What follows belongs to an exercise in optimizing a design on an open flow for small area, a short achievable clock period and few clock cycles per item; a production flow would make more cautious choices. At most, simulation tests tie the RTL to the original design; equivalence was not proved. For run 1, only the layout was checked, not whether the RTL still works. Power and IR drop assume default switching activity.

==> flow/design.v <==
module pe_row_unit #(
    parameter W = 2                       
) (
    input  wire              clk,
    input  wire              rst,         
    input  wire              in_valid,
    output wire              in_ready,
    input  wire [4:0]        in_k,
    input  wire [23:0]       in_miss,
    input  wire [24*8*W-1:0] in_data,
    output reg               out_valid,
    input  wire              out_ready,
    output wire [24*8*W-1:0] out_data,
    output reg  [2:0]        out_case,
    output reg               out_lost
);
    localparam LW = 8 * W;
    function [7:0] gf_mul(input [7:0] a, input [7:0] b);
        reg [7:0] p, aa;
        integer i;
        begin
            p  = 8'h00;
            aa = a;
            for (i = 0; i < 8; i = i + 1) begin
                if (b[i]) p = p ^ aa;
                aa = {aa[6:0], 1'b0} ^ (aa[7] ? 8'h1D : 8'h00);
            end
            gf_mul = p;
        end
    endfunction
    function [7:0] mul_gi(input [7:0] v, input [4:0] i);
        case (i)
            5'd0: mul_gi = {v[7], v[6], v[5], v[4], v[3], v[2], v[1], v[0]};
            5'd1: mul_gi = {v[6], v[5], v[4], v[3] ^ v[7], v[2] ^ v[7], v[1] ^ v[7], v[0], v[7]};
            5'd2: mul_gi = {v[5], v[4], v[3] ^ v[7], v[2] ^ v[6] ^ v[7], v[1] ^ v[6] ^ v[7], v[0] ^ v[6], v[7], v[6]};
            5'd3: mul_gi = {v[4], v[3] ^ v[7], v[2] ^ v[6] ^ v[7], v[1] ^ v[5] ^ v[6] ^ v[7], v[0] ^ v[5] ^ v[6], v[5] ^ v[7], v[6], v[5]};
            5'd4: mul_gi = {v[3] ^ v[7], v[2] ^ v[6] ^ v[7], v[1] ^ v[5] ^ v[6] ^ v[7], v[0] ^ v[4] ^ v[5] ^ v[6], v[4] ^ v[5] ^ v[7], v[4] ^ v[6], v[5], v[4]};
            5'd5: mul_gi = {v[2] ^ v[6] ^ v[7], v[1] ^ v[5] ^ v[6] ^ v[7], v[0] ^ v[4] ^ v[5] ^ v[6], v[3] ^ v[4] ^ v[5], v[3] ^ v[4] ^ v[6] ^ v[7], v[3] ^ v[5] ^ v[7], v[4], v[3] ^ v[7]};
            5'd6: mul_gi = {v[1] ^ v[5] ^ v[6] ^ v[7], v[0] ^ v[4] ^ v[5] ^ v[6], v[3] ^ v[4] ^ v[5], v[2] ^ v[3] ^ v[4], v[2] ^ v[3] ^ v[5] ^ v[6], v[2] ^ v[4] ^ v[6] ^ v[7], v[3] ^ v[7], v[2] ^ v[6] ^ v[7]};
            5'd7: mul_gi = {v[0] ^ v[4] ^ v[5] ^ v[6], v[3] ^ v[4] ^ v[5], v[2] ^ v[3] ^ v[4], v[1] ^ v[2] ^ v[3] ^ v[7], v[1] ^ v[2] ^ v[4] ^ v[5], v[1] ^ v[3] ^ v[5] ^ v[6], v[2] ^ v[6] ^ v[7], v[1] ^ v[5] ^ v[6] ^ v[7]};
            5'd8: mul_gi = {v[3] ^ v[4] ^ v[5], v[2] ^ v[3] ^ v[4], v[1] ^ v[2] ^ v[3] ^ v[7], v[0] ^ v[1] ^ v[2] ^ v[6], v[0] ^ v[1] ^ v[3] ^ v[4], v[0] ^ v[2] ^ v[4] ^ v[5] ^ v[7], v[1] ^ v[5] ^ v[6] ^ v[7], v[0] ^ v[4] ^ v[5] ^ v[6]};
            5'd9: mul_gi = {v[2] ^ v[3] ^ v[4], v[1] ^ v[2] ^ v[3] ^ v[7], v[0] ^ v[1] ^ v[2] ^ v[6], v[0] ^ v[1] ^ v[5], v[0] ^ v[2] ^ v[3] ^ v[7], v[1] ^ v[3] ^ v[4] ^ v[6] ^ v[7], v[0] ^ v[4] ^ v[5] ^ v[6], v[3] ^ v[4] ^ v[5]};
            5'd10: mul_gi = {v[1] ^ v[2] ^ v[3] ^ v[7], v[0] ^ v[1] ^ v[2] ^ v[6], v[0] ^ v[1] ^ v[5], v[0] ^ v[4] ^ v[7], v[1] ^ v[2] ^ v[6] ^ v[7], v[0] ^ v[2] ^ v[3] ^ v[5] ^ v[6], v[3] ^ v[4] ^ v[5], v[2] ^ v[3] ^ v[4]};
            5'd11: mul_gi = {v[0] ^ v[1] ^ v[2] ^ v[6], v[0] ^ v[1] ^ v[5], v[0] ^ v[4] ^ v[7], v[3] ^ v[6], v[0] ^ v[1] ^ v[5] ^ v[6] ^ v[7], v[1] ^ v[2] ^ v[4] ^ v[5] ^ v[7], v[2] ^ v[3] ^ v[4], v[1] ^ v[2] ^ v[3] ^ v[7]};
            5'd12: mul_gi = {v[0] ^ v[1] ^ v[5], v[0] ^ v[4] ^ v[7], v[3] ^ v[6], v[2] ^ v[5] ^ v[7], v[0] ^ v[4] ^ v[5] ^ v[6] ^ v[7], v[0] ^ v[1] ^ v[3] ^ v[4] ^ v[6], v[1] ^ v[2] ^ v[3] ^ v[7], v[0] ^ v[1] ^ v[2] ^ v[6]};
            5'd13: mul_gi = {v[0] ^ v[4] ^ v[7], v[3] ^ v[6], v[2] ^ v[5] ^ v[7], v[1] ^ v[4] ^ v[6] ^ v[7], v[3] ^ v[4] ^ v[5] ^ v[6], v[0] ^ v[2] ^ v[3] ^ v[5] ^ v[7], v[0] ^ v[1] ^ v[2] ^ v[6], v[0] ^ v[1] ^ v[5]};
            5'd14: mul_gi = {v[3] ^ v[6], v[2] ^ v[5] ^ v[7], v[1] ^ v[4] ^ v[6] ^ v[7], v[0] ^ v[3] ^ v[5] ^ v[6] ^ v[7], v[2] ^ v[3] ^ v[4] ^ v[5], v[1] ^ v[2] ^ v[4] ^ v[6] ^ v[7], v[0] ^ v[1] ^ v[5], v[0] ^ v[4] ^ v[7]};
            5'd15: mul_gi = {v[2] ^ v[5] ^ v[7], v[1] ^ v[4] ^ v[6] ^ v[7], v[0] ^ v[3] ^ v[5] ^ v[6] ^ v[7], v[2] ^ v[4] ^ v[5] ^ v[6], v[1] ^ v[2] ^ v[3] ^ v[4] ^ v[7], v[0] ^ v[1] ^ v[3] ^ v[5] ^ v[6], v[0] ^ v[4] ^ v[7], v[3] ^ v[6]};
            5'd16: mul_gi = {v[1] ^ v[4] ^ v[6] ^ v[7], v[0] ^ v[3] ^ v[5] ^ v[6] ^ v[7], v[2] ^ v[4] ^ v[5] ^ v[6], v[1] ^ v[3] ^ v[4] ^ v[5], v[0] ^ v[1] ^ v[2] ^ v[3] ^ v[6] ^ v[7], v[0] ^ v[2] ^ v[4] ^ v[5], v[3] ^ v[6], v[2] ^ v[5] ^ v[7]};
            5'd17: mul_gi = {v[0] ^ v[3] ^ v[5] ^ v[6] ^ v[7], v[2] ^ v[4] ^ v[5] ^ v[6], v[1] ^ v[3] ^ v[4] ^ v[5], v[0] ^ v[2] ^ v[3] ^ v[4], v[0] ^ v[1] ^ v[2] ^ v[5] ^ v[6] ^ v[7], v[1] ^ v[3] ^ v[4] ^ v[7], v[2] ^ v[5] ^ v[7], v[1] ^ v[4] ^ v[6] ^ v[7]};
            5'd18: mul_gi = {v[2] ^ v[4] ^ v[5] ^ v[6], v[1] ^ v[3] ^ v[4] ^ v[5], v[0] ^ v[2] ^ v[3] ^ v[4], v[1] ^ v[2] ^ v[3], v[0] ^ v[1] ^ v[4] ^ v[5] ^ v[6], v[0] ^ v[2] ^ v[3] ^ v[6], v[1] ^ v[4] ^ v[6] ^ v[7], v[0] ^ v[3] ^ v[5] ^ v[6] ^ v[7]};
            5'd19: mul_gi = {v[1] ^ v[3] ^ v[4] ^ v[5], v[0] ^ v[2] ^ v[3] ^ v[4], v[1] ^ v[2] ^ v[3], v[0] ^ v[1] ^ v[2], v[0] ^ v[3] ^ v[4] ^ v[5], v[1] ^ v[2] ^ v[5] ^ v[7], v[0] ^ v[3] ^ v[5] ^ v[6] ^ v[7], v[2] ^ v[4] ^ v[5] ^ v[6]};
            5'd20: mul_gi = {v[0] ^ v[2] ^ v[3] ^ v[4], v[1] ^ v[2] ^ v[3], v[0] ^ v[1] ^ v[2], v[0] ^ v[1], v[2] ^ v[3] ^ v[4] ^ v[7], v[0] ^ v[1] ^ v[4] ^ v[6] ^ v[7], v[2] ^ v[4] ^ v[5] ^ v[6], v[1] ^ v[3] ^ v[4] ^ v[5]};
            5'd21: mul_gi = {v[1] ^ v[2] ^ v[3], v[0] ^ v[1] ^ v[2], v[0] ^ v[1], v[0] ^ v[7], v[1] ^ v[2] ^ v[3] ^ v[6] ^ v[7], v[0] ^ v[3] ^ v[5] ^ v[6], v[1] ^ v[3] ^ v[4] ^ v[5], v[0] ^ v[2] ^ v[3] ^ v[4]};
            default: mul_gi = 8'h00;
        endcase
    endfunction
    function [7:0] exp_p(input [21:0] xh);
        begin
            exp_p[0] = |(xh & 22'h247101);
            exp_p[1] = |(xh & 22'h08E202);
            exp_p[2] = |(xh & 22'h35B504);
            exp_p[3] = |(xh & 22'h0F1B08);
            exp_p[4] = |(xh & 22'h3A4710);
            exp_p[5] = |(xh & 22'h348E20);
            exp_p[6] = |(xh & 22'h291C40);
            exp_p[7] = |(xh & 22'h123880);
        end
    endfunction
    function [7:0] exp_n(input [21:0] xh);
        begin
            exp_n[0] = |(xh & 22'h3E178D);
            exp_n[1] = |(xh & 22'h3F0BC6);
            exp_n[2] = |(xh & 22'h01926E);
            exp_n[3] = |(xh & 22'h3EDEBA);
            exp_n[4] = |(xh & 22'h2178D0);
            exp_n[5] = |(xh & 22'h30BC68);
            exp_n[6] = |(xh & 22'h385E34);
            exp_n[7] = |(xh & 22'h3C2F1A);
        end
    endfunction
    function [7:0] cq7(input [21:0] xh, input [21:0] yh);
        begin
            cq7[0] = (xh[0] & |(yh & 22'h29166C)) |
                (xh[1] & |(yh & 22'h3B08A8)) |
                (xh[2] & |(yh & 22'h38BA08)) |
                (xh[3] & |(yh & 22'h30A280)) |
                (xh[4] & |(yh & 22'h0B0600)) |
                (xh[5] & |(yh & 22'h123600)) |
                (xh[6] & |(yh & 22'h399000)) |
                (xh[7] & |(yh & 22'h215700)) |
                (xh[8] & |(yh & 22'h11FC00)) |
                (xh[9] & |(yh & 22'h221400)) |
                (xh[10] & |(yh & 22'h2E4000)) |
                (xh[11] & |(yh & 22'h304000)) |
                (xh[12] & |(yh & 22'h306000)) |
                (xh[13] & |(yh & 22'h244000)) |
                (xh[14] & |(yh & 22'h378000)) |
                (xh[15] & |(yh & 22'h010000)) |
                (xh[16] & |(yh & 22'h060000)) |
                (xh[17] & |(yh & 22'h280000)) |
                (xh[18] & |(yh & 22'h280000)) |
                (xh[20] & |(yh & 22'h200000));
            cq7[1] = (xh[0] & |(yh & 22'h1D8454)) |
                (xh[1] & |(yh & 22'h1C5D04)) |
                (xh[2] & |(yh & 22'h185140)) |
                (xh[3] & |(yh & 22'h058300)) |
                (xh[4] & |(yh & 22'h091B00)) |
                (xh[5] & |(yh & 22'h3CC800)) |
                (xh[6] & |(yh & 22'h30AB80)) |
                (xh[7] & |(yh & 22'h28FE00)) |
                (xh[8] & |(yh & 22'h310A00)) |
                (xh[9] & |(yh & 22'h372000)) |
                (xh[10] & |(yh & 22'h182000)) |
                (xh[11] & |(yh & 22'h183000)) |
                (xh[12] & |(yh & 22'h122000)) |
                (xh[13] & |(yh & 22'h1BC000)) |
                (xh[14] & |(yh & 22'h208000)) |
                (xh[15] & |(yh & 22'h030000)) |
                (xh[16] & |(yh & 22'h340000)) |
                (xh[17] & |(yh & 22'h140000)) |
                (xh[18] & |(yh & 22'h200000)) |
                (xh[19] & |(yh & 22'h300000));
            cq7[2] = (xh[0] & |(yh & 22'h0738EE)) |
                (xh[1] & |(yh & 22'h172008)) |
                (xh[2] & |(yh & 22'h1A7B88)) |
                (xh[3] & |(yh & 22'h342F00)) |
                (xh[4] & |(yh & 22'h356200)) |
                (xh[5] & |(yh & 22'h0A63C0)) |
                (xh[6] & |(yh & 22'h0DEF00)) |
                (xh[7] & |(yh & 22'h39D200)) |
                (xh[8] & |(yh & 22'h0A6C00)) |
                (xh[9] & |(yh & 22'h0E0400)) |
                (xh[10] & |(yh & 22'h025800)) |
                (xh[11] & |(yh & 22'h195000)) |
                (xh[12] & |(yh & 22'h3D8000)) |
                (xh[13] & |(yh & 22'h340000)) |
                (xh[14] & |(yh & 22'h360000)) |
                (xh[15] & |(yh & 22'h3B0000)) |
                (xh[16] & |(yh & 22'h0C0000)) |
                (xh[17] & |(yh & 22'h180000)) |
                (xh[18] & |(yh & 22'h100000)) |
                (xh[19] & |(yh & 22'h200000));
            cq7[3] = (xh[0] & |(yh & 22'h228668)) |
                (xh[1] & |(yh & 22'h36356C)) |
                (xh[2] & |(yh & 22'h02AD88)) |
                (xh[3] & |(yh & 22'h2A1380)) |
                (xh[4] & |(yh & 22'h0E37E0)) |
                (xh[5] & |(yh & 22'h34C180)) |
                (xh[6] & |(yh & 22'h057900)) |
                (xh[7] & |(yh & 22'h246100)) |
                (xh[8] & |(yh & 22'h16FE00)) |
                (xh[9] & |(yh & 22'h033800)) |
                (xh[10] & |(yh & 22'h02E800)) |
                (xh[11] & |(yh & 22'h2E8000)) |
                (xh[12] & |(yh & 22'h0A6000)) |
                (xh[13] & |(yh & 22'h1F4000)) |
                (xh[14] & |(yh & 22'h0A0000)) |
                (xh[15] & |(yh & 22'h270000)) |
                (xh[16] & |(yh & 22'h0A0000)) |
                (xh[18] & |(yh & 22'h180000)) |
                (xh[19] & |(yh & 22'h200000)) |
                (xh[20] & |(yh & 22'h200000));
            cq7[4] = (xh[0] & |(yh & 22'h120CDA)) |
                (xh[1] & |(yh & 22'h3A5E6C)) |
                (xh[2] & |(yh & 22'h2DB3C8)) |
                (xh[3] & |(yh & 22'h17B970)) |
                (xh[4] & |(yh & 22'h1166C0)) |
                (xh[5] & |(yh & 22'h308A80)) |
                (xh[6] & |(yh & 22'h0BA080)) |
                (xh[7] & |(yh & 22'h0A2800)) |
                (xh[8] & |(yh & 22'h306000)) |
                (xh[9] & |(yh & 22'h236000)) |
                (xh[10] & |(yh & 22'h190000)) |
                (xh[11] & |(yh & 22'h157000)) |
                (xh[12] & |(yh & 22'h1FC000)) |
                (xh[13] & |(yh & 22'h214000)) |
                (xh[14] & |(yh & 22'h240000)) |
                (xh[15] & |(yh & 22'h040000)) |
                (xh[16] & |(yh & 22'h060000)) |
                (xh[17] & |(yh & 22'h040000)) |
                (xh[18] & |(yh & 22'h380000)) |
                (xh[19] & |(yh & 22'h100000)) |
                (xh[20] & |(yh & 22'h200000));
            cq7[5] = (xh[0] & |(yh & 22'h3D2F36)) |
                (xh[1] & |(yh & 22'h36D9E4)) |
                (xh[2] & |(yh & 22'h0BDCB8)) |
                (xh[3] & |(yh & 22'h08B360)) |
                (xh[4] & |(yh & 22'h184540)) |
                (xh[5] & |(yh & 22'h05D040)) |
                (xh[6] & |(yh & 22'h051400)) |
                (xh[7] & |(yh & 22'h183000)) |
                (xh[8] & |(yh & 22'h11B000)) |
                (xh[9] & |(yh & 22'h0C8000)) |
                (xh[10] & |(yh & 22'h0AB800)) |
                (xh[11] & |(yh & 22'h0FE000)) |
                (xh[12] & |(yh & 22'h10A000)) |
                (xh[13] & |(yh & 22'h320000)) |
                (xh[14] & |(yh & 22'h020000)) |
                (xh[15] & |(yh & 22'h030000)) |
                (xh[16] & |(yh & 22'h220000)) |
                (xh[17] & |(yh & 22'h3C0000)) |
                (xh[18] & |(yh & 22'h080000)) |
                (xh[19] & |(yh & 22'h300000));
            cq7[6] = (xh[0] & |(yh & 22'h3B6CF2)) |
                (xh[1] & |(yh & 22'h25EE5C)) |
                (xh[2] & |(yh & 22'h2459B0)) |
                (xh[3] & |(yh & 22'h2C22A0)) |
                (xh[4] & |(yh & 22'h22E820)) |
                (xh[5] & |(yh & 22'h028A00)) |
                (xh[6] & |(yh & 22'h2C1800)) |
                (xh[7] & |(yh & 22'h08D800)) |
                (xh[8] & |(yh & 22'h264000)) |
                (xh[9] & |(yh & 22'h055C00)) |
                (xh[10] & |(yh & 22'h07F000)) |
                (xh[11] & |(yh & 22'h085000)) |
                (xh[12] & |(yh & 22'h390000)) |
                (xh[13] & |(yh & 22'h010000)) |
                (xh[14] & |(yh & 22'h018000)) |
                (xh[15] & |(yh & 22'h110000)) |
                (xh[16] & |(yh & 22'h1E0000)) |
                (xh[17] & |(yh & 22'h040000)) |
                (xh[18] & |(yh & 22'h180000)) |
                (xh[19] & |(yh & 22'h200000)) |
                (xh[20] & |(yh & 22'h200000));
            cq7[7] = (xh[0] & |(yh & 22'h32F72E)) |
                (xh[1] & |(yh & 22'h122CD8)) |
                (xh[2] & |(yh & 22'h361150)) |
                (xh[3] & |(yh & 22'h317410)) |
                (xh[4] & |(yh & 22'h214500)) |
                (xh[5] & |(yh & 22'h160C00)) |
                (xh[6] & |(yh & 22'h246C00)) |
                (xh[7] & |(yh & 22'h332000)) |
                (xh[8] & |(yh & 22'h02AE00)) |
                (xh[9] & |(yh & 22'h23F800)) |
                (xh[10] & |(yh & 22'h042800)) |
                (xh[11] & |(yh & 22'h1C8000)) |
                (xh[12] & |(yh & 22'h208000)) |
                (xh[13] & |(yh & 22'h20C000)) |
                (xh[14] & |(yh & 22'h088000)) |
                (xh[15] & |(yh & 22'h2F0000)) |
                (xh[16] & |(yh & 22'h020000)) |
                (xh[17] & |(yh & 22'h0C0000)) |
                (xh[18] & |(yh & 22'h100000)) |
                (xh[19] & |(yh & 22'h100000));
        end
    endfunction
    function [7:0] cp7(input [21:0] xh, input [21:0] yh);
        begin
            cp7[0] = (xh[0] & |(yh & 22'h16E992)) |
                (xh[1] & |(yh & 22'h2DD324)) |
                (xh[2] & |(yh & 22'h1BA648)) |
                (xh[3] & |(yh & 22'h374C90)) |
                (xh[4] & |(yh & 22'h2E9920)) |
                (xh[5] & |(yh & 22'h1D3240)) |
                (xh[6] & |(yh & 22'h3A6480)) |
                (xh[7] & |(yh & 22'h34C900)) |
                (xh[8] & |(yh & 22'h299200)) |
                (xh[9] & |(yh & 22'h132400)) |
                (xh[10] & |(yh & 22'h264800)) |
                (xh[11] & |(yh & 22'h0C9000)) |
                (xh[12] & |(yh & 22'h192000)) |
                (xh[13] & |(yh & 22'h324000)) |
                (xh[14] & |(yh & 22'h248000)) |
                (xh[15] & |(yh & 22'h090000)) |
                (xh[16] & |(yh & 22'h120000)) |
                (xh[17] & |(yh & 22'h240000)) |
                (xh[18] & |(yh & 22'h080000)) |
                (xh[19] & |(yh & 22'h100000)) |
                (xh[20] & |(yh & 22'h200000));
            cp7[1] = (xh[0] & |(yh & 22'h1D8454)) |
                (xh[1] & |(yh & 22'h3B08A8)) |
                (xh[2] & |(yh & 22'h361150)) |
                (xh[3] & |(yh & 22'h2C22A0)) |
                (xh[4] & |(yh & 22'h184540)) |
                (xh[5] & |(yh & 22'h308A80)) |
                (xh[6] & |(yh & 22'h211500)) |
                (xh[7] & |(yh & 22'h022A00)) |
                (xh[8] & |(yh & 22'h045400)) |
                (xh[9] & |(yh & 22'h08A800)) |
                (xh[10] & |(yh & 22'h115000)) |
                (xh[11] & |(yh & 22'h22A000)) |
                (xh[12] & |(yh & 22'h054000)) |
                (xh[13] & |(yh & 22'h0A8000)) |
                (xh[14] & |(yh & 22'h150000)) |
                (xh[15] & |(yh & 22'h2A0000)) |
                (xh[16] & |(yh & 22'h140000)) |
                (xh[17] & |(yh & 22'h280000)) |
                (xh[18] & |(yh & 22'h100000)) |
                (xh[19] & |(yh & 22'h200000));
            cp7[2] = (xh[0] & |(yh & 22'h0738EE)) |
                (xh[1] & |(yh & 22'h0E71DC)) |
                (xh[2] & |(yh & 22'h1CE3B8)) |
                (xh[3] & |(yh & 22'h39C770)) |
                (xh[4] & |(yh & 22'h338EE0)) |
                (xh[5] & |(yh & 22'h271DC0)) |
                (xh[6] & |(yh & 22'h0E3B80)) |
                (xh[7] & |(yh & 22'h1C7700)) |
                (xh[8] & |(yh & 22'h38EE00)) |
                (xh[9] & |(yh & 22'h31DC00)) |
                (xh[10] & |(yh & 22'h23B800)) |
                (xh[11] & |(yh & 22'h077000)) |
                (xh[12] & |(yh & 22'h0EE000)) |
                (xh[13] & |(yh & 22'h1DC000)) |
                (xh[14] & |(yh & 22'h3B8000)) |
                (xh[15] & |(yh & 22'h370000)) |
                (xh[16] & |(yh & 22'h2E0000)) |
                (xh[17] & |(yh & 22'h1C0000)) |
                (xh[18] & |(yh & 22'h380000)) |
                (xh[19] & |(yh & 22'h300000)) |
                (xh[20] & |(yh & 22'h200000));
            cp7[3] = (xh[0] & |(yh & 22'h228668)) |
                (xh[1] & |(yh & 22'h050CD0)) |
                (xh[2] & |(yh & 22'h0A19A0)) |
                (xh[3] & |(yh & 22'h143340)) |
                (xh[4] & |(yh & 22'h286680)) |
                (xh[5] & |(yh & 22'h10CD00)) |
                (xh[6] & |(yh & 22'h219A00)) |
                (xh[7] & |(yh & 22'h033400)) |
                (xh[8] & |(yh & 22'h066800)) |
                (xh[9] & |(yh & 22'h0CD000)) |
                (xh[10] & |(yh & 22'h19A000)) |
                (xh[11] & |(yh & 22'h334000)) |
                (xh[12] & |(yh & 22'h268000)) |
                (xh[13] & |(yh & 22'h0D0000)) |
                (xh[14] & |(yh & 22'h1A0000)) |
                (xh[15] & |(yh & 22'h340000)) |
                (xh[16] & |(yh & 22'h280000)) |
                (xh[17] & |(yh & 22'h100000)) |
                (xh[18] & |(yh & 22'h200000));
            cp7[4] = (xh[0] & |(yh & 22'h120CDA)) |
                (xh[1] & |(yh & 22'h2419B4)) |
                (xh[2] & |(yh & 22'h083368)) |
                (xh[3] & |(yh & 22'h1066D0)) |
                (xh[4] & |(yh & 22'h20CDA0)) |
                (xh[5] & |(yh & 22'h019B40)) |
                (xh[6] & |(yh & 22'h033680)) |
                (xh[7] & |(yh & 22'h066D00)) |
                (xh[8] & |(yh & 22'h0CDA00)) |
                (xh[9] & |(yh & 22'h19B400)) |
                (xh[10] & |(yh & 22'h336800)) |
                (xh[11] & |(yh & 22'h26D000)) |
                (xh[12] & |(yh & 22'h0DA000)) |
                (xh[13] & |(yh & 22'h1B4000)) |
                (xh[14] & |(yh & 22'h368000)) |
                (xh[15] & |(yh & 22'h2D0000)) |
                (xh[16] & |(yh & 22'h1A0000)) |
                (xh[17] & |(yh & 22'h340000)) |
                (xh[18] & |(yh & 22'h280000)) |
                (xh[19] & |(yh & 22'h100000)) |
                (xh[20] & |(yh & 22'h200000));
            cp7[5] = (xh[0] & |(yh & 22'h3D2F36)) |
                (xh[1] & |(yh & 22'h3A5E6C)) |
                (xh[2] & |(yh & 22'h34BCD8)) |
                (xh[3] & |(yh & 22'h2979B0)) |
                (xh[4] & |(yh & 22'h12F360)) |
                (xh[5] & |(yh & 22'h25E6C0)) |
                (xh[6] & |(yh & 22'h0BCD80)) |
                (xh[7] & |(yh & 22'h179B00)) |
                (xh[8] & |(yh & 22'h2F3600)) |
                (xh[9] & |(yh & 22'h1E6C00)) |
                (xh[10] & |(yh & 22'h3CD800)) |
                (xh[11] & |(yh & 22'h39B000)) |
                (xh[12] & |(yh & 22'h336000)) |
                (xh[13] & |(yh & 22'h26C000)) |
                (xh[14] & |(yh & 22'h0D8000)) |
                (xh[15] & |(yh & 22'h1B0000)) |
                (xh[16] & |(yh & 22'h360000)) |
                (xh[17] & |(yh & 22'h2C0000)) |
                (xh[18] & |(yh & 22'h180000)) |
                (xh[19] & |(yh & 22'h300000)) |
                (xh[20] & |(yh & 22'h200000));
            cp7[6] = (xh[0] & |(yh & 22'h3B6CF2)) |
                (xh[1] & |(yh & 22'h36D9E4)) |
                (xh[2] & |(yh & 22'h2DB3C8)) |
                (xh[3] & |(yh & 22'h1B6790)) |
                (xh[4] & |(yh & 22'h36CF20)) |
                (xh[5] & |(yh & 22'h2D9E40)) |
                (xh[6] & |(yh & 22'h1B3C80)) |
                (xh[7] & |(yh & 22'h367900)) |
                (xh[8] & |(yh & 22'h2CF200)) |
                (xh[9] & |(yh & 22'h19E400)) |
                (xh[10] & |(yh & 22'h33C800)) |
                (xh[11] & |(yh & 22'h279000)) |
                (xh[12] & |(yh & 22'h0F2000)) |
                (xh[13] & |(yh & 22'h1E4000)) |
                (xh[14] & |(yh & 22'h3C8000)) |
                (xh[15] & |(yh & 22'h390000)) |
                (xh[16] & |(yh & 22'h320000)) |
                (xh[17] & |(yh & 22'h240000)) |
                (xh[18] & |(yh & 22'h080000)) |
                (xh[19] & |(yh & 22'h100000)) |
                (xh[20] & |(yh & 22'h200000));
            cp7[7] = (xh[0] & |(yh & 22'h32F72E)) |
                (xh[1] & |(yh & 22'h25EE5C)) |
                (xh[2] & |(yh & 22'h0BDCB8)) |
                (xh[3] & |(yh & 22'h17B970)) |
                (xh[4] & |(yh & 22'h2F72E0)) |
                (xh[5] & |(yh & 22'h1EE5C0)) |
                (xh[6] & |(yh & 22'h3DCB80)) |
                (xh[7] & |(yh & 22'h3B9700)) |
                (xh[8] & |(yh & 22'h372E00)) |
                (xh[9] & |(yh & 22'h2E5C00)) |
                (xh[10] & |(yh & 22'h1CB800)) |
                (xh[11] & |(yh & 22'h397000)) |
                (xh[12] & |(yh & 22'h32E000)) |
                (xh[13] & |(yh & 22'h25C000)) |
                (xh[14] & |(yh & 22'h0B8000)) |
                (xh[15] & |(yh & 22'h170000)) |
                (xh[16] & |(yh & 22'h2E0000)) |
                (xh[17] & |(yh & 22'h1C0000)) |
                (xh[18] & |(yh & 22'h380000)) |
                (xh[19] & |(yh & 22'h300000)) |
                (xh[20] & |(yh & 22'h200000));
        end
    endfunction
    wire advance = !out_valid || out_ready;
    assign in_ready = advance;
    always @(posedge clk) begin
        if (rst)          out_valid <= 1'b0;
        else if (advance) out_valid <= in_valid;
    end
    reg  [21:0]     dmiss;         
    reg  [21:0]     dsec;          
    reg  [22*LW-1:0] md;           
    reg  [LW-1:0]   mp, mq;        
    reg  [LW-1:0]   ps, qs;        
    reg  [4:0]      x, y;
    reg  [21:0]     xh, yh;        
    reg             nd1, nd2, nd3;
    reg  [2:0]      cs;
    reg             lost;
    reg  [7:0]      cq, cp;
    reg             hx, xp, hy, pp, pu, qv;
    integer i, b;
    always @* begin
        for (i = 0; i < 22; i = i + 1) begin
            dmiss[i] = (i < in_k) && in_miss[i];
            md[i*LW +: LW] = ((i < in_k) && !in_miss[i]) ? in_data[i*LW +: LW] : {LW{1'b0}};
        end
        mp = in_miss[22] ? {LW{1'b0}} : in_data[22*LW +: LW];
        mq = in_miss[23] ? {LW{1'b0}} : in_data[23*LW +: LW];
        dsec = dmiss & (dmiss - 22'd1);
        xh = dmiss & ~dsec;
        yh = dsec & ~(dsec & (dsec - 22'd1));
        x = 5'd0; y = 5'd0;
        for (i = 0; i < 22; i = i + 1) begin
            if (xh[i]) x = x | i;
            if (yh[i]) y = y | i;
        end
        nd1 = |dmiss;
        nd2 = |dsec;
        nd3 = |(dsec & (dsec - 22'd1));
        ps = mp;
        qs = mq;
        for (i = 0; i < 22; i = i + 1) begin
            ps = ps ^ md[i*LW +: LW];
            for (b = 0; b < W; b = b + 1)
                qs[8*b +: 8] = qs[8*b +: 8] ^ mul_gi(md[i*LW + 8*b +: 8], i);
        end
        lost = nd3 || (nd2 && (in_miss[22] || in_miss[23])) ||
               (nd1 && in_miss[22] && in_miss[23]);
        cs = 3'd0;
        if (!lost) begin
            if (!nd1)
                cs = (in_miss[22] && in_miss[23]) ? 3'd4 : in_miss[22] ? 3'd1 :
                     in_miss[23] ? 3'd2 : 3'd0;
            else if (!nd2)
                cs = in_miss[22] ? 3'd6 : in_miss[23] ? 3'd5 : 3'd3;
            else
                cs = 3'd7;
        end
        cq = 8'h00; cp = 8'h00;
        case (cs)
            3'd2, 3'd4: cq = 8'h01;
            3'd5: begin cq = 8'h01; cp = exp_p(xh); end
            3'd6: cq = exp_n(xh);
            3'd7: begin cq = cq7(xh, yh); cp = cp7(xh, yh); end
            default: ;
        endcase
        hx = (cs == 3'd3) || (cs == 3'd5) || (cs == 3'd6) || (cs == 3'd7);
        xp = (cs == 3'd3) || (cs == 3'd5);
        hy = (cs == 3'd7);
        pp = (cs == 3'd1) || (cs == 3'd4);
        pu = (cs == 3'd6);
        qv = (cs == 3'd2) || (cs == 3'd4) || (cs == 3'd5);
    end
    reg  [22*LW-1:0] r_md;
    reg  [LW-1:0]    r_mp, r_mq, r_ps, r_qs;
    reg  [7:0]       r_cq, r_cp;
    reg  [4:0]       r_x, r_y;
    reg              r_hx, r_xp, r_hy, r_pp, r_pu, r_qv;
    always @(posedge clk) begin
        if (advance) begin
            r_md <= md;
            r_mp <= mp;
            r_mq <= mq;
            r_ps <= ps;
            r_qs <= qs;
            r_cq <= cq;
            r_cp <= cp;
            r_x  <= x;
            r_y  <= y;
            r_hx <= hx;
            r_xp <= xp;
            r_hy <= hy;
            r_pp <= pp;
            r_pu <= pu;
            r_qv <= qv;
            out_case <= cs;
            out_lost <= lost;
        end
    end
    reg [LW-1:0]     v, u, dx;
    reg [24*LW-1:0]  od;
    always @* begin
        for (b = 0; b < W; b = b + 1)
            v[8*b +: 8] = gf_mul(r_qs[8*b +: 8], r_cq) ^ gf_mul(r_ps[8*b +: 8], r_cp);
        u  = r_ps ^ v;
        dx = r_xp ? r_ps : v;
        for (i = 0; i < 22; i = i + 1)
            od[i*LW +: LW] = r_md[i*LW +: LW]
                           | ((r_hx && r_x == i) ? dx : {LW{1'b0}})
                           | ((r_hy && r_y == i) ? u  : {LW{1'b0}});
        od[22*LW +: LW] = r_mp | (r_pp ? r_ps : {LW{1'b0}}) | (r_pu ? u : {LW{1'b0}});
        od[23*LW +: LW] = r_mq | (r_qv ? v : {LW{1'b0}});
    end
    assign out_data = od;
endmodule
==> flow/run.sh <==
#!/bin/bash
# synth_recipe.tcl (not shown) runs the flow's synth.tcl, then flattens the netlist and writes it again
# the make line also repeats each setting of config.mk as NAME=value (left out here)
make -C /OpenROAD-flow-scripts/flow DESIGN_CONFIG=/design/flow/config.mk WORK_HOME=/design/flow/orfs CLKGATE_MAP_FILE= SYNTH_SCRIPT=/design/flow/synth_recipe.tcl finish
==> flow/config.mk <==
export PLATFORM = sky130hd
export DESIGN_NAME = pe_row_unit
export DESIGN_NICKNAME = pe_row_unit
export VERILOG_FILES = /design/flow/design.v
export SDC_FILE = /design/flow/constraint.sdc
export NUM_CORES = 4
export LEC_CHECK = 0
export CAP_MARGIN = 20
export CORE_MARGIN = 2
export CORE_UTILIZATION = 40
export PLACE_DENSITY = 0.6
export SLEW_MARGIN = 20
==> flow/constraint.sdc <==
create_clock -name core_clock -period 13.0 [get_ports {clk}]
set_input_delay 2.6000 -clock core_clock [delete_from_list [all_inputs] [get_ports {clk}]]
set_output_delay 2.6000 -clock core_clock [all_outputs]
set_load 0.01 [all_outputs]
==> summary.txt, run 1 <==
outcome=finished clean; DR vias=51090; post-route ant nets=0; Slew HR=9.798%; Core Box Area=110500 µm²; 1st-pass router iterations=8; Synth Warn #=1; CTS Buffer Depth=3; total clock sinks=453; first-pass GRT wire length=407700 µm; Leak=20.78 nW; setup bufs post-CTS=0; min Tclk post-route=9.252 ns; hold crit path type=flip-flop to flip-flop; clock skew=0.06625 ns; port bufs=806; Mapped Area=44520 µm²; die area=114000 µm²; Synth area leader=edfxtp_1; Post-synth top cells=1027 x xnor2_1, 749 x nand2_1, 464 x nor2_1; measured slew at the worst slew-check pin=1.344 ns; iteration-0 DRC count of the detailed router=10100; number of max-cap violations=0; Starting Density=40.29%; Critical Path RT=10.40 ns; final cell count without fillers=7758; CTS Buf Count=54; Fillers=10660; Mapped Cells=5457; H-tree level count=2; Mapped Nets=5874; most numerous cell in the Yosys netlist=xnor2_1; crit path kind=flip-flop to primary output; Final setup viols=0; share of cells above drive strength 1=6.476%; Via density=6.585; startpoint types=flip-flop; Final Max Slew Viols=0; final wirelength=313100 µm; drt wl/cell=40.36 µm; area grow syn2layout=27.79%; CTS Hold Bufs=0; gp weighted congestion=1.168; Die H=337.6 µm; Remaining Overflow, GRT=0; Seq cells post-synth=453; Final Hold Fails=0; top-area cell type share of the netlist area=30.49%; Async S/R FF share, synth=0%; Setup Total Neg Slack=0 ns; nets=6613; largest cells by area after synthesis=edfxtp_1 30%, xnor2_1 20%, xor2_1 9.0%; GRT Util Overall=52.74%; Die Width=337.6 µm; unique cell type count in the Yosys netlist=96; R2R setup slack=8.84 ns; CP endpoint kind=primary output; clk root buf=clkbuf_16; Main synth FF type=edfxtp_1; CTS tree=yes; DP Wirelength=247500 µm; peak supply drop=0.0005731 V; PD cells=217.3 nW/µm²; worst-path fanout max=22; maximum clock rate=108.1 MHz; clock latency (worst-skew pair)=0.73 ns; Tcrit/Tclk final=71.17%; number of synthesized flops with an enable pin=452; Worst-path clk slew=0.06 ns; Seq/Total Area, Yosys=30.53%; DRC viols=0; Top Ports=807; CTS resizes=0; Placement Rows=122; dpl cells=7628; WP data arrival=6.65 ns; RSZ-0062 raised after global routing=no; initial antenna violation count=51; Synth Area per Inst=8.159 µm²; vias in the first global route=46660; largest net degree at the start of global routing=156
## path summary, 6_finish.rpt
| kind | cells after the start | end | from |
|---|---|---|---|
| max reg2reg | 5 | r_hx | out_valid |
| max | 11 | out_data[115] | r_ps[7] |
| min reg2reg | 2 | r_md[140] | out_valid |
| min | 2 | r_md[140] | out_valid |
## logic make-up after synthesis
kind of cell	after synthesis	share of synthesized area (%)
AOI/OAI and AO/OA	1116	14.57
DFF	453	30.53
xor gates and xnor gates	1507	30.28
muxes	24	0.5733
and+or+nand+nor	1946	20.40
buffers and inverters	407	3.558
adders and majority gates	4	0.08993
## registers in the layout, summed over array words and instances, names as in the netlist, 8 cells and up
| register | cells |
|---|---|
| r_cp | 8 |
| r_cq | 8 |
| r_md | 352 |
| r_mp | 16 |
| r_mq | 16 |
| r_ps | 16 |
| r_qs | 16 |
## final cells by class
cell class	instances	area [µm²]	area share [%]
inverter	99	371.6	0.6531
clock inverter	33	317.8	0.5586
clock buffer	65	1414	2.485
antenna	32	80.08	0.1407
multi-input combinational	4597	29790	52.37
tap	1488	1862	3.272
sequential	453	13590	23.89
timing repair buffer	991	9464	16.63
## per-layer routing
layer	vias up	wire, µm	track usage, %
met3	1324	50400	21.65
met1	24380	110300	65.42
met2	5213	123000	72.91
met5	-	201	0
met4	26	29290	38.74
li1	20150	-	-
## where the power goes
part / leakage (nW) / switching (W) / internal [W]
Sequential: 5.09 / 0.000245 / 0.00183
Clock: 0.822 / 0.000716 / 0.000855
Combinational: 14.9 / 0.00630 / 0.00241
Total: 20.8 / 0.00726 / 0.00510
## through the flow
stage / setup slack, ns / utilization, % / hold WS [ns] / instance area (µm²) / power, W
finish: 3.748 / 51.48 / 1.143 / 56900 / 0.01237
global route: 3.708 / 51.43 / 1.165 / 56840 / 0.01232
CTS: 4.047 / 51.40 / 1.135 / 56800 / 0.01184
detailed placement: 4.373 / 49.83 / 1.153 / 55070 / 0.01028
global placement: 4.107 / 49.80 / 1.144 / 55040 / 0.01024
floorplan: 2.124 / - / 2.669 / 44530 / 0.006235
## cell usage in the layout (no fill, tap or decap), types with 74 or more instances in the layout
cell type and n:
clkdlybuf4s50_1 805, edfxtp_1 452, xnor2_1 1008, nor2_1 438, o21ai_0 446, and2_1 247, nand3_1 97, nand2_1 748
a21oi_1 348, nor3_1 75, inv_1 99, buf_4 184, and3_1 74, xor2_1 460
## worst max-delay path: stages, from the launching register on
cell             delay [ns]
edfxtp_1               0.95
xor2_1                 0.39
xnor2_1                0.15
xnor2_1                0.62
xnor2_1                0.19
nand2_1                0.08
xnor2_1                0.18
xnor2_1                0.88
buf_4                  0.29
xnor2_2                0.32
o21ai_0                1.11
clkdlybuf4s50_1        0.73
==> run 2, diff against run 1 <==
--- a/flow/design.v
+++ b/flow/design.v
@@ -434,4 +434,5 @@
     reg             hx, xp, hy, pp, pu, qv;
     integer i, b;
+    reg  [8*64-1:0] qg;            
     always @* begin
         for (i = 0; i < 22; i = i + 1) begin
@@ -453,9 +454,51 @@
         nd3 = |(dsec & (dsec - 22'd1));
         ps = mp;
-        qs = mq;
-        for (i = 0; i < 22; i = i + 1) begin
+        for (i = 0; i < 22; i = i + 1)
             ps = ps ^ md[i*LW +: LW];
-            for (b = 0; b < W; b = b + 1)
-                qs[8*b +: 8] = qs[8*b +: 8] ^ mul_gi(md[i*LW + 8*b +: 8], i);
+        for (b = 0; b < W; b = b + 1) begin
+            qg[8*0 +: 8] = md[0*LW + 8*b +: 8];
+            qg[8*1 +: 8] = md[1*LW + 8*b +: 8];
+            qg[8*2 +: 8] = md[2*LW + 8*b +: 8];
+            qg[8*3 +: 8] = md[3*LW + 8*b +: 8];
+            qg[8*4 +: 8] = md[4*LW + 8*b +: 8];
+            qg[8*5 +: 8] = md[5*LW + 8*b +: 8];
+            qg[8*6 +: 8] = md[6*LW + 8*b +: 8];
+            qg[8*7 +: 8] = md[7*LW + 8*b +: 8];
+            qg[8*8 +: 8] = md[8*LW + 8*b +: 8];
+            qg[8*9 +: 8] = md[9*LW + 8*b +: 8];
+            qg[8*10 +: 8] = md[10*LW + 8*b +: 8];
+            qg[8*11 +: 8] = md[11*LW + 8*b +: 8];
+            qg[8*12 +: 8] = md[12*LW + 8*b +: 8];
+            qg[8*13 +: 8] = md[13*LW + 8*b +: 8];
+            qg[8*14 +: 8] = md[14*LW + 8*b +: 8];
+            qg[8*15 +: 8] = md[15*LW + 8*b +: 8];
+            qg[8*16 +: 8] = md[16*LW + 8*b +: 8];
+            qg[8*17 +: 8] = md[17*LW + 8*b +: 8];
+            qg[8*18 +: 8] = md[18*LW + 8*b +: 8];
+            qg[8*19 +: 8] = md[19*LW + 8*b +: 8];
+            qg[8*20 +: 8] = md[20*LW + 8*b +: 8];
+            qg[8*21 +: 8] = md[21*LW + 8*b +: 8];
+            qg[8*22 +: 8] = qg[8*0 +: 8] ^ mul_gi(qg[8*1 +: 8], 5'd1);
+            qg[8*23 +: 8] = qg[8*2 +: 8] ^ mul_gi(qg[8*3 +: 8], 5'd1);
+            qg[8*24 +: 8] = qg[8*4 +: 8] ^ mul_gi(qg[8*5 +: 8], 5'd1);
+            qg[8*25 +: 8] = qg[8*6 +: 8] ^ mul_gi(qg[8*7 +: 8], 5'd1);
+            qg[8*26 +: 8] = qg[8*8 +: 8] ^ mul_gi(qg[8*9 +: 8], 5'd1);
+            qg[8*27 +: 8] = qg[8*10 +: 8] ^ mul_gi(qg[8*11 +: 8], 5'd1);
+            qg[8*28 +: 8] = qg[8*12 +: 8] ^ mul_gi(qg[8*13 +: 8], 5'd1);
+            qg[8*29 +: 8] = qg[8*14 +: 8] ^ mul_gi(qg[8*15 +: 8], 5'd1);
+            qg[8*30 +: 8] = qg[8*16 +: 8] ^ mul_gi(qg[8*17 +: 8], 5'd1);
+            qg[8*31 +: 8] = qg[8*18 +: 8] ^ mul_gi(qg[8*19 +: 8], 5'd1);
+            qg[8*32 +: 8] = qg[8*20 +: 8] ^ mul_gi(qg[8*21 +: 8], 5'd1);
+            qg[8*33 +: 8] = qg[8*22 +: 8] ^ mul_gi(qg[8*23 +: 8], 5'd2);
+            qg[8*34 +: 8] = qg[8*24 +: 8] ^ mul_gi(qg[8*25 +: 8], 5'd2);
+            qg[8*35 +: 8] = qg[8*26 +: 8] ^ mul_gi(qg[8*27 +: 8], 5'd2);
+            qg[8*36 +: 8] = qg[8*28 +: 8] ^ mul_gi(qg[8*29 +: 8], 5'd2);
+            qg[8*37 +: 8] = qg[8*30 +: 8] ^ mul_gi(qg[8*31 +: 8], 5'd2);
+            qg[8*38 +: 8] = qg[8*33 +: 8] ^ mul_gi(qg[8*34 +: 8], 5'd4);
+            qg[8*39 +: 8] = qg[8*35 +: 8] ^ mul_gi(qg[8*36 +: 8], 5'd4);
+            qg[8*40 +: 8] = qg[8*37 +: 8] ^ mul_gi(qg[8*32 +: 8], 5'd4);
+            qg[8*41 +: 8] = qg[8*38 +: 8] ^ mul_gi(qg[8*39 +: 8], 5'd8);
+            qg[8*42 +: 8] = qg[8*41 +: 8] ^ mul_gi(qg[8*40 +: 8], 5'd16);
+            qs[8*b +: 8] = mq[8*b +: 8] ^ qg[8*42 +: 8];
         end
         lost = nd3 || (nd2 && (in_miss[22] || in_miss[23])) ||
==> flow/flow/run.sh (new file) <==
#!/bin/bash
# The standard layout, with plain buf_1 cells as the port buffers and
# timing repair aiming at 7 ns of setup slack (a 6 ns clock) so that the
# achieved period is pushed below the 13 ns constraint.
set -euo pipefail
bash standard.sh "BUFFER_PORTS_ARGS=-buffer_cell sky130_fd_sc_hd__buf_1" \
    "SETUP_SLACK_MARGIN=7" finish > standard_flow.log 2>&1
==> flow/standard.sh (new file) <==
#!/bin/bash
# synth_recipe.tcl (not shown) runs the flow's synth.tcl, then flattens the netlist and writes it again
# the make line also repeats each setting of config.mk as NAME=value (left out here)
make -C /OpenROAD-flow-scripts/flow DESIGN_CONFIG=/design/flow/config.mk WORK_HOME=/design/flow/orfs CLKGATE_MAP_FILE= SYNTH_SCRIPT=/design/flow/synth_recipe.tcl "${@:-finish}"
--- a/flow/config.mk
+++ b/flow/config.mk
@@ -8,5 +8,5 @@
 export CAP_MARGIN = 20
 export CORE_MARGIN = 2
-export CORE_UTILIZATION = 40
+export CORE_UTILIZATION = 45
 export PLACE_DENSITY = 0.6
 export SLEW_MARGIN = 20
removed: flow/run.sh
==> run 2 against run 1 <==
  * The run now fails in global routing (5_1_grt)
  * Synthesized area decreased by 6.2%
  * Synthesized cell count down 7.3%
==> summary.txt, run 2 <==
outcome=aborted with a tool error; failing step=global routing (5_1_grt); First Err=[ERROR GRT-0232] Routing congestion too high. Check the congestion heatmap in the GUI.; Synth Warn #=1 (unchanged); dpl cells=6967 (-8.7%); top-area cell type share of the netlist area=32.50% (+2.0 points); Seq cells post-synth=453 (unchanged); Seq/Total Area, Yosys=32.54% (+2.0 points); GRT worst endpoint=out_data[267]; DP Wirelength=223600 µm (-9.7%); most numerous cell in the Yosys netlist=xnor2_1; largest net degree at the start of global routing=170; DP Area=46920 µm² (-15%); gp weighted congestion=1.163 (-0.39%); port bufs=806 (unchanged); Mapped Cells=5058 (-7.3%); Die H=308.7 µm (-8.6%); Main synth FF type=edfxtp_1; Mapped Area=41770 µm² (-6.2%); Mapped Nets=5475 (-6.8%); H-tree level count=2 (unchanged); largest cells by area after synthesis=edfxtp_1 32%, xnor2_1 18%, nand2_1 6.2%; Remaining Overflow, GRT=573; GRT Util Overall=89.25%; CTS Buf Count=55 (+1.9%); unique cell type count in the Yosys netlist=106 (+10%); number of synthesized flops with an enable pin=452 (unchanged); WEP type=output port; Synth area leader=edfxtp_1; Post-synth top cells=882 x xnor2_1, 687 x nand2_1, 452 x edfxtp_1; Async S/R FF share, synth=0% (unchanged); Synth Area per Inst=8.258 µm² (+1.2%); CTS Buffer Depth=3 (unchanged); Starting Density=45.50% (+5.2 points); Die Width=308.7 µm (-8.6%); Top Ports=807 (unchanged); Placement Rows=111 (-9.0%); clk root buf=clkbuf_16; CTS Hold Bufs=0 (unchanged); total clock sinks=453 (unchanged)
## run 2: worst max path at each step
stage | from | cells after the start | slack, ns | to
after floorplan | out_ready | 1 | 4.67 | in_ready
after detailed placement | in_k[2] | 14 | 4.54 | r_cp[2]
after CTS | r_ps[10] | 17 | 6.36 | out_data[251]
after global placement | in_k[2] | 14 | 4.47 | r_cq[7]
## run 2: cell families after synthesis
group	synth area share, %
multiplexers	0.5512
AO/OA/AOI/OAI	17.22
flip-flops	32.54
AND/OR/NAND/NOR	17.39
buffers and inverters	6.183
adder cells (fa/ha/maj)	0.02397
XOR/XNOR	26.09
## run 2: power by group through the flow
stage,Clock [W],Sequential [W],Combinational (W)
after global placement,0,0.00215,0.00851
after CTS,0.00157,0.00199,0.0198
after detailed placement,0,0.00215,0.00858
after floorplan,0,0.00196,0.00470
## run 2: what timing repair did
action,4_1_cts
setup buffers,371
endpoints found under the hold margin,0
gates resized for setup,1765
pin swaps,307
gates cloned,58
endpoints found under the setup margin,430
## run 2: routing by layer
layer | overflow | GRT usage, %
met5 | 4 | 72.09
met3 | 54 | 83.58
met2 | 246 | 96.66
met1 | 72 | 89.09
met4 | 197 | 86.83
## run 2: per-stage QoR
step	setup slack (ns)	utilization [%]
3_3_place_gp	4.468	51.07
3_5_place_dp	4.540	51.11
4_1_cts	6.362	65.48
2_1_floorplan	4.673	-
Testbench counts of run 2, summed over its fixed seeds: cycles 24,008, items 24,000.

==> re-timing with driven ports <==
The flow's constraints put no driver on any port. The routed layout listed below was extracted and timed again, unchanged, in two steps. Step 1, drivers: a clkbuf_16 drives clk and a buf_2 each remaining input, both assumed. Step 2 moves the port delays by t, midway between the first and last clock arrival at a register: inputs arrive t later, outputs are due t later. That takes back most of the time a late clock gives input paths. Slacks: no drivers / after step 1 / after step 2; pairs: no drivers / after step 1.
run: run 1
t, ns: 0.776
slack for setup (ns): 3.748 / 3.661 / 3.860
hold WS [ns]: 1.143 / 1.143 / 1.143
clock arrival spread, ns: 0.074 / 0.075
After both steps setup and hold are still met in run 1. For run 1, drivers alone change the setup slack by -0.087 ns; drivers and shift together by +0.112 ns.
